This design comes from an exercise in tuning for small area, a short achievable clock period and few clock cycles per item on the open sky130 flow, not from production work.
RTL that was checked went through simulation tests only; none was proved equivalent to the original.
Power and IR-drop figures of this design are not reliable: the tool's default activity estimate is inflated in some of its runs.

## v6
==> flow/design.v (excerpt) <==
module gst_ecc (
    input  wire        clk,
    input  wire        rst,
    input  wire        req_valid,
    output wire        req_ready,
    input  wire [1:0]  req_op,        
    input  wire [33:0] req_addr,      
    input  wire [31:0] req_origin,
    input  wire [79:0] req_cw,        
    input  wire [63:0] req_wdata,     
    input  wire [7:0]  req_wmask,     
    output reg         rsp_valid,
    input  wire        rsp_ready,
    output wire [63:0] rsp_data,
    output wire        rsp_wr,
    output wire [79:0] rsp_cw,
    output wire [1:0]  rsp_weight,    
    output wire        rsp_poison,
    input  wire        stat_clr,      
    input  wire [1:0]  log_clr,       
    output wire [63:0] eccstat,
    output wire [63:0] ecclog,
    output wire [31:0] eccorg
);
==> flow/config.mk <==
export PLATFORM = sky130hd
export DESIGN_NAME = gst_ecc
export DESIGN_NICKNAME = gst_ecc
export VERILOG_FILES = /design/flow/design.v
export SDC_FILE = /design/flow/constraint.sdc
export NUM_CORES = 4
export LEC_CHECK = 0
export CAP_MARGIN = 20
export CORE_MARGIN = 2
export CORE_UTILIZATION = 60
export CTS_CLUSTER_DIAMETER = 60
export CTS_CLUSTER_SIZE = 24
export PLACE_DENSITY = 0.72
export SLEW_MARGIN = 20
==> flow/constraint.sdc <==
create_clock -name core_clock -period 25.0 [get_ports {clk}]
set_input_delay 5.0000 -clock core_clock [delete_from_list [all_inputs] [get_ports {clk}]]
set_output_delay 5.0000 -clock core_clock [all_outputs]
set_load 0.01 [all_outputs]
standard.sh (not shown) runs the stock make flow with config.mk's settings and CLKGATE_MAP_FILE= SYNTH_SCRIPT=/design/flow/synth_recipe.tcl, a recipe that flattens the netlist after the stock synthesis.
==> flow/flow/run.sh <==
#!/bin/bash
# The standard layout, with the ports buffered by the smallest buffer
# (sky130_fd_sc_hd__buf_1) instead of the default delay buffer, and timing
# repair aiming 14.25 ns below the clock period.
set -euo pipefail
bash standard.sh "BUFFER_PORTS_ARGS=-buffer_cell sky130_fd_sc_hd__buf_1" SETUP_SLACK_MARGIN=14.25 finish > standard_flow.log 2>&1
Testbench counts of v6, summed over its fixed seeds: cycles 12,008, items 12,000.
> inputs changed (v6 -> v7)
- swapping 60 for 50 in CORE_UTILIZATION
- swapping 0.72 for 0.65 in PLACE_DENSITY
==> notes.md <==
Proportion of layout cells with a drive suffix above 1: v6 vs v7, no meaningful difference. Global-route total usage across every layer delta for v7 relative to v6: 4.5 points lower. Lower count of clock-buffer cells in the layout goes to v6 over v7. ~same leakage power figure in v6 and v7. Count of plain and timing-repair buffers in the layout of v7 exceeds that of v6 slightly.

---

Setup of run A:
gst_ecc, a different RTL version from the one above (not shown whole).
Size in the first run: ~2500 cells after synthesis, ~300 flip-flops, roughly 540 I/O pins.
==> flow/config.mk <==
export PLATFORM = sky130hd
export DESIGN_NAME = gst_ecc
export DESIGN_NICKNAME = gst_ecc
export VERILOG_FILES = /design/flow/design.v
export SDC_FILE = /design/flow/constraint.sdc
export NUM_CORES = 4
export LEC_CHECK = 0
export CAP_MARGIN = 20
export CORE_MARGIN = 2
export CORE_UTILIZATION = 40
export SLEW_MARGIN = 20
==> flow/constraint.sdc <==
create_clock -name core_clock -period 25.0 [get_ports {clk}]
set_input_delay 5.0000 -clock core_clock [delete_from_list [all_inputs] [get_ports {clk}]]
set_output_delay 5.0000 -clock core_clock [all_outputs]
set_load 0.01 [all_outputs]
==> flow/flow/run.sh <==
#!/bin/bash
# The standard layout, with the ports buffered by the smallest buffer
# (sky130_fd_sc_hd__buf_1) instead of the default delay buffer, and timing
# repair aiming 14 ns below the clock period.
set -euo pipefail
bash standard.sh "BUFFER_PORTS_ARGS=-buffer_cell sky130_fd_sc_hd__buf_1" SETUP_SLACK_MARGIN=14 finish > standard_flow.log 2>&1
The following lists how run B was set up differently from run A:
==> flow/flow/run.sh <==
#!/bin/bash
# The standard layout, with the ports buffered by the smallest buffer
# (sky130_fd_sc_hd__buf_1) instead of the default delay buffer, and timing
# repair aiming 12 ns below the clock period.
set -euo pipefail
bash standard.sh "BUFFER_PORTS_ARGS=-buffer_cell sky130_fd_sc_hd__buf_1" SETUP_SLACK_MARGIN=12 finish > standard_flow.log 2>&1
--- outcome ---
Run B completed every stage of the flow, and the final layout passed the timing, design-rule and antenna checks. Looking at highest-delay cell along the critical path, the sky130_fd_sc_hd__xor3_2 result is from run A; the sky130_fd_sc_hd__xnor2_1 one comes from run B. In the reports for run A and run B, the smaller fraction of met2 tracks used by global routing belongs to run B. Taking run A as the reference, in run B number of setup buffers added after CTS lost 159, average routed wire per standard cell lost 0.76%, final-layout clock-cell area share picked up an extra 0.28 points, worst setup slack lost 1500 ps. Comparing initial antenna violation count for run A and run B, the smaller number came from run B. Min clock-buffer cell count across run A and run B: run A. Compared with run A, area of all placed cells without fillers in run B decreased by more than 10%. Run B vs run A: via count down. Global-route usage, run A and run B, higher one = run A. Higher met3 track demand over resource goes to run A over run B.
> inputs changed (run B -> run C)
==> flow/flow/run.sh <==
#!/bin/bash
# The standard layout, with the ports buffered by the smallest buffer
# (sky130_fd_sc_hd__buf_1) instead of the default delay buffer.
set -euo pipefail
bash standard.sh "BUFFER_PORTS_ARGS=-buffer_cell sky130_fd_sc_hd__buf_1" finish > standard_flow.log 2>&1
==> notes.md <==
In summary, run C completed successfully, with a layout that passed the timing, design-rule and antenna checks. In run C the total routing resource utilization after global routing turned out 1.2 points higher than in run B. Run B and run C ended up with roughly the same hold slack. Looking at run C and run B, the clock share of power is a wash. On total cell area at the placement stage, run C and run B are neck and neck. Run C: TritonCTS buffer count 1 above run B.
Function was not checked in any run of this note: the RTL went through the layout flow alone.

---

Another version of the RTL of gst_ecc (not shown whole).
Size in the first run: roughly 2,600 cells after synthesis, about 300 flip-flops.
clock: 25.0 ns
lec_check: 0
cap_margin: 20
core_margin: 2
core_utilization: 60
cts_cluster_diameter: 80
cts_cluster_size: 30
place_density: 0.72
slew_margin: 20
==> flow/flow/run.sh <==
#!/bin/bash
# The standard layout, with the ports buffered by the smallest buffer
# (sky130_fd_sc_hd__buf_1) instead of the default delay buffer, and timing
# repair aiming 14 ns below the clock period.
set -euo pipefail
bash standard.sh "BUFFER_PORTS_ARGS=-buffer_cell sky130_fd_sc_hd__buf_1" SETUP_SLACK_MARGIN=14 finish > standard_flow.log 2>&1
The starting point passed the timing, design-rule and antenna checks.
Testbench counts at the start, summed over its fixed seeds: cycles 12,008, items 12,000.
Next try:
==> flow/flow/run.sh (replaced) <==
#!/bin/bash
# The standard layout, with the ports buffered by the smallest buffer
# (sky130_fd_sc_hd__buf_1) instead of the default delay buffer, and timing
# repair aiming 13.75 ns below the clock period.
set -euo pipefail
bash standard.sh "BUFFER_PORTS_ARGS=-buffer_cell sky130_fd_sc_hd__buf_1" SETUP_SLACK_MARGIN=13.75 finish > standard_flow.log 2>&1
- CTS_CLUSTER_DIAMETER: 80 -> 60
- CTS_CLUSTER_SIZE: 30 -> 24
What happened: The changed run went through all stages and came out clean. Total power increases by 2.1%. Wire length hardly moves. Setup slack is worse by 0.12 ns. Global-route usage stays flat. Clock power grows by 20%. Final cell count is about the same. Die area is unchanged. Hold slack hardly moves. Synthesized area does not change.
Next try:
==> flow/flow/run.sh (replaced) <==
#!/bin/bash
# The standard layout, with the ports buffered by the smallest buffer
# (sky130_fd_sc_hd__buf_1) instead of the default delay buffer, and timing
# repair aiming 14.5 ns below the clock period.
set -euo pipefail
bash standard.sh "BUFFER_PORTS_ARGS=-buffer_cell sky130_fd_sc_hd__buf_1" SETUP_SLACK_MARGIN=14.5 finish > standard_flow.log 2>&1
What happened: The new run went through all stages and came out clean; core utilization increases by 4.9 points; die area is unchanged; worst setup slack gets better by 0.57 ns; fmax increases by 5.4%; via count is higher by 3.6%; final cell count went up by 2.2%; combinational power increases by about 5%; routed wire length rises by 4.4%.
Next try:
==> flow/flow/run.sh (replaced) <==
#!/bin/bash
# The standard layout, with the ports buffered by the smallest buffer
# (sky130_fd_sc_hd__buf_1) instead of the default delay buffer, and timing
# repair aiming 14 ns below the clock period.
set -euo pipefail
bash standard.sh "BUFFER_PORTS_ARGS=-buffer_cell sky130_fd_sc_hd__buf_1" SETUP_SLACK_MARGIN=14 finish > standard_flow.log 2>&1
The new run passed the timing, design-rule and antenna checks.
Register-to-register slack degrades by 0.13 ns.
Combinational power goes down by about 7%.
Wire length goes down by about 3.4%.

---

## alpha
gst_ecc, a different RTL version from the one above (not shown whole).
Size: ~2600 cells after synthesis, roughly 300 flip-flops, ~540 I/O pins, about 23000 sq um of cells after synthesis.
## gst_ecc
module gst_ecc (
    input  wire        clk,
    input  wire        rst,
    input  wire        req_valid,
    output wire        req_ready,
    input  wire [1:0]  req_op,        
    input  wire [33:0] req_addr,      
    input  wire [31:0] req_origin,
    input  wire [79:0] req_cw,        
    input  wire [63:0] req_wdata,     
    input  wire [7:0]  req_wmask,     
    output reg         rsp_valid,
    input  wire        rsp_ready,
    output wire [63:0] rsp_data,
    output wire        rsp_wr,
    output wire [79:0] rsp_cw,
    output wire [1:0]  rsp_weight,    
    output wire        rsp_poison,
    input  wire        stat_clr,      
    input  wire [1:0]  log_clr,       
    output wire [63:0] eccstat,
    output wire [63:0] ecclog,
    output wire [31:0] eccorg
);
    wire [6:0] s1, s3;
    wire par;
    wire sx_0 = req_cw[24] ^ req_cw[75];
    wire sx_1 = req_cw[25] ^ req_cw[76];
    wire sx_2 = req_cw[55] ^ req_cw[72];
    wire sx_3 = req_cw[58] ^ sx_0;
    wire sx_4 = req_cw[17] ^ req_cw[33];
    wire sx_5 = req_cw[30] ^ req_cw[37];
    wire sx_6 = req_cw[23] ^ req_cw[50];
    wire sx_7 = req_cw[27] ^ req_cw[56];
    wire sx_8 = req_cw[19] ^ req_cw[67];
    wire sx_9 = req_cw[38] ^ req_cw[51];
    wire sx_10 = req_cw[59] ^ req_cw[73];
  ...
Settings: LEC_CHECK=0, CAP_MARGIN=20, CORE_MARGIN=2, CORE_UTILIZATION=40, CTS_BUF_LIST=sky130_fd_sc_hd__clkbuf_8, SLEW_MARGIN=20; clock period 25.0 ns.
==> flow/flow/run.sh <==
#!/bin/bash
# The standard layout, with the ports buffered by the smallest buffer
# (sky130_fd_sc_hd__buf_1) instead of the default delay buffer, and timing
# repair aiming 14 ns below the clock period.
set -euo pipefail
bash standard.sh "BUFFER_PORTS_ARGS=-buffer_cell sky130_fd_sc_hd__buf_1" SETUP_SLACK_MARGIN=14 finish > standard_flow.log 2>&1
Testbench counts of alpha, summed over its fixed seeds: cycles 12,008, items 12,000.
Here is what was changed in the inputs of beta compared with alpha.
- CTS_BUF_LIST removed (was sky130_fd_sc_hd__clkbuf_8)
==> flow/flow/run.sh <==
#!/bin/bash
# The standard layout, with the ports buffered by the smallest buffer
# (sky130_fd_sc_hd__buf_1) instead of the default delay buffer.
set -euo pipefail
bash standard.sh "BUFFER_PORTS_ARGS=-buffer_cell sky130_fd_sc_hd__buf_1" finish > standard_flow.log 2>&1
Results
There was hardly any difference in worst hold slack between beta and alpha. Comparing beta and alpha, the higher sequential share of power is on beta. Sort beta and alpha by global-route wire length before repair, descending, and alpha comes first. | area added between synthesis and finish | higher: alpha |. Summary: initial DRC count, beta better than alpha. The number of antenna violations at the first check in global routing of beta falls short of that of alpha by 3. Delta (beta minus alpha): detailed-routing wirelength on met1 went up, flop-to-flop setup slack went up, post-route cell area went down.
> inputs changed (beta -> gamma)
- CORE_UTILIZATION now 60, was 40
- PLACE_DENSITY now 0.72, previously not set
==> flow/flow/run.sh <==
#!/bin/bash
# The standard layout, with the ports buffered by the smallest buffer
# (sky130_fd_sc_hd__buf_1) instead of the default delay buffer, and timing
# repair aiming 14 ns below the clock period.
set -euo pipefail
bash standard.sh "BUFFER_PORTS_ARGS=-buffer_cell sky130_fd_sc_hd__buf_1" SETUP_SLACK_MARGIN=14 finish > standard_flow.log 2>&1
[summary]
Taking beta as the reference, in gamma minimum period implied by the final worst setup slack went down by 1390 ps, full die area shrank by 20000 sq um, initial antenna violation count down 4.
Lower met3 routed wirelength among gamma and beta: beta
The following lists how delta was set up differently from gamma:
- CORE_UTILIZATION now 40, was 60
- PLACE_DENSITY no longer set, was 0.72
==> flow/flow/run.sh <==
#!/bin/bash
# The standard layout, with the ports buffered by the smallest buffer
# (sky130_fd_sc_hd__buf_1) instead of the default delay buffer, and timing
# repair aiming 16 ns below the clock period.
set -euo pipefail
bash standard.sh "BUFFER_PORTS_ARGS=-buffer_cell sky130_fd_sc_hd__buf_1" SETUP_SLACK_MARGIN=16 finish > standard_flow.log 2>&1
## What came out
Of delta and gamma, gamma shows the lower number of well taps, with delta above it.
Compared with gamma, in delta clock network fraction of design power decreased 0.3 points, fraction of area in multi-input gates essentially unchanged, global-route usage decreased 7.3 points.
Against gamma, delta comes in about 10% lower on detailed-routed wire length on met3.
The multi-input gate count on gamma is in line with that on delta.
Total chip power in delta is about 34% higher than in gamma
delta vs gamma — non-clock buffer instance count of the final layout climbed by more than a quarter
Compared with gamma, delta shows power per unit of standard cell area higher by about 10%.
Status: setup slack after layout parity (delta, gamma)
delta reached the end of the flow, and the finished layout is clean on the timing, design-rule and antenna checks.
Comparing delta with gamma, the worst slack on hold paths came out essentially unchanged.
Input-level comparison between epsilon and delta:
- CORE_UTILIZATION changed from 40 to 60
- PLACE_DENSITY newly set to 0.72
==> flow/flow/run.sh <==
#!/bin/bash
# The standard layout, with the ports buffered by the smallest buffer
# (sky130_fd_sc_hd__buf_1) instead of the default delay buffer, and timing
# repair aiming 14.5 ns below the clock period.
set -euo pipefail
bash standard.sh "BUFFER_PORTS_ARGS=-buffer_cell sky130_fd_sc_hd__buf_1" SETUP_SLACK_MARGIN=14.5 finish > standard_flow.log 2>&1
Going from delta to epsilon, utilization climbed 19 points, final instance area lower, share of post-route cells with drive strength above 1 has decreased, total chip power decreased 8.1%.
epsilon vs delta, proportion of total power due to net switching went up by 0.85 points.

-- re-timing with driven ports --
Ports are ideal in the flow. The routed layouts listed here were re-timed in OpenROAD. Step 1 sets driving cells, clkbuf_16 on the clock port and buf_2 on the other inputs (assumed; they add their load-dependent delay and slew). Step 2, shift: input delay + t, output delay - t, t = (earliest + latest rising clock arrival at the registers) / 2. This alone moves slack from input paths to output paths. Three values: no drivers, after step 1, after step 2; two values: the first two.
run | t, ns | slack for setup (ns) | worst setup path at the end | clock arrival spread, ns
v6 | 0.578 | 14.325 / 14.342 / 13.776 | input to register | 0.030 / 0.030
v7 | 0.605 | 14.422 / 14.424 / 13.853 | input to register | 0.029 / 0.030
run A | 0.597 | 13.695 / 13.638 / 13.650 | input to register | 0.027 / 0.028
run B | 0.611 | 12.200 / 12.139 / 12.750 | register to output | 0.028 / 0.029
run C | 0.596 | 12.189 / 12.131 / 12.727 | register to output | 0.022 / 0.022
the first run of note 3 | 0.554 | 14.052 / 13.998 / 13.720 | input to register | 0.027 / 0.028
the second run of note 3 | 0.585 | 13.934 / 13.882 / 13.380 | input to register | 0.016 / 0.016
the third run of note 3 | 0.577 | 14.504 / 14.483 / 13.985 | input to register | 0.017 / 0.017
the fourth run of note 3 | 0.583 | 14.079 / 14.025 / 13.719 | input to register | 0.019 / 0.018
alpha | 0.657 | 14.003 / 14.035 / 13.377 | input to register | 0.027 / 0.027
beta | 0.592 | 12.749 / 12.782 / 12.190 | input to register | 0.020 / 0.020
gamma | 0.607 | 14.136 / 14.155 / 13.549 | input to register | 0.021 / 0.021
delta | 0.589 | 14.135 / 14.131 / 13.542 | input to register | 0.041 / 0.042
epsilon | 0.610 | 14.326 / 14.345 / 13.735 | input to register | 0.019 / 0.018
After both steps every run listed still meets setup and hold. The setup slack of alpha, which loses most, moves by +0.032 ns with the drivers and by -0.626 ns with both steps.
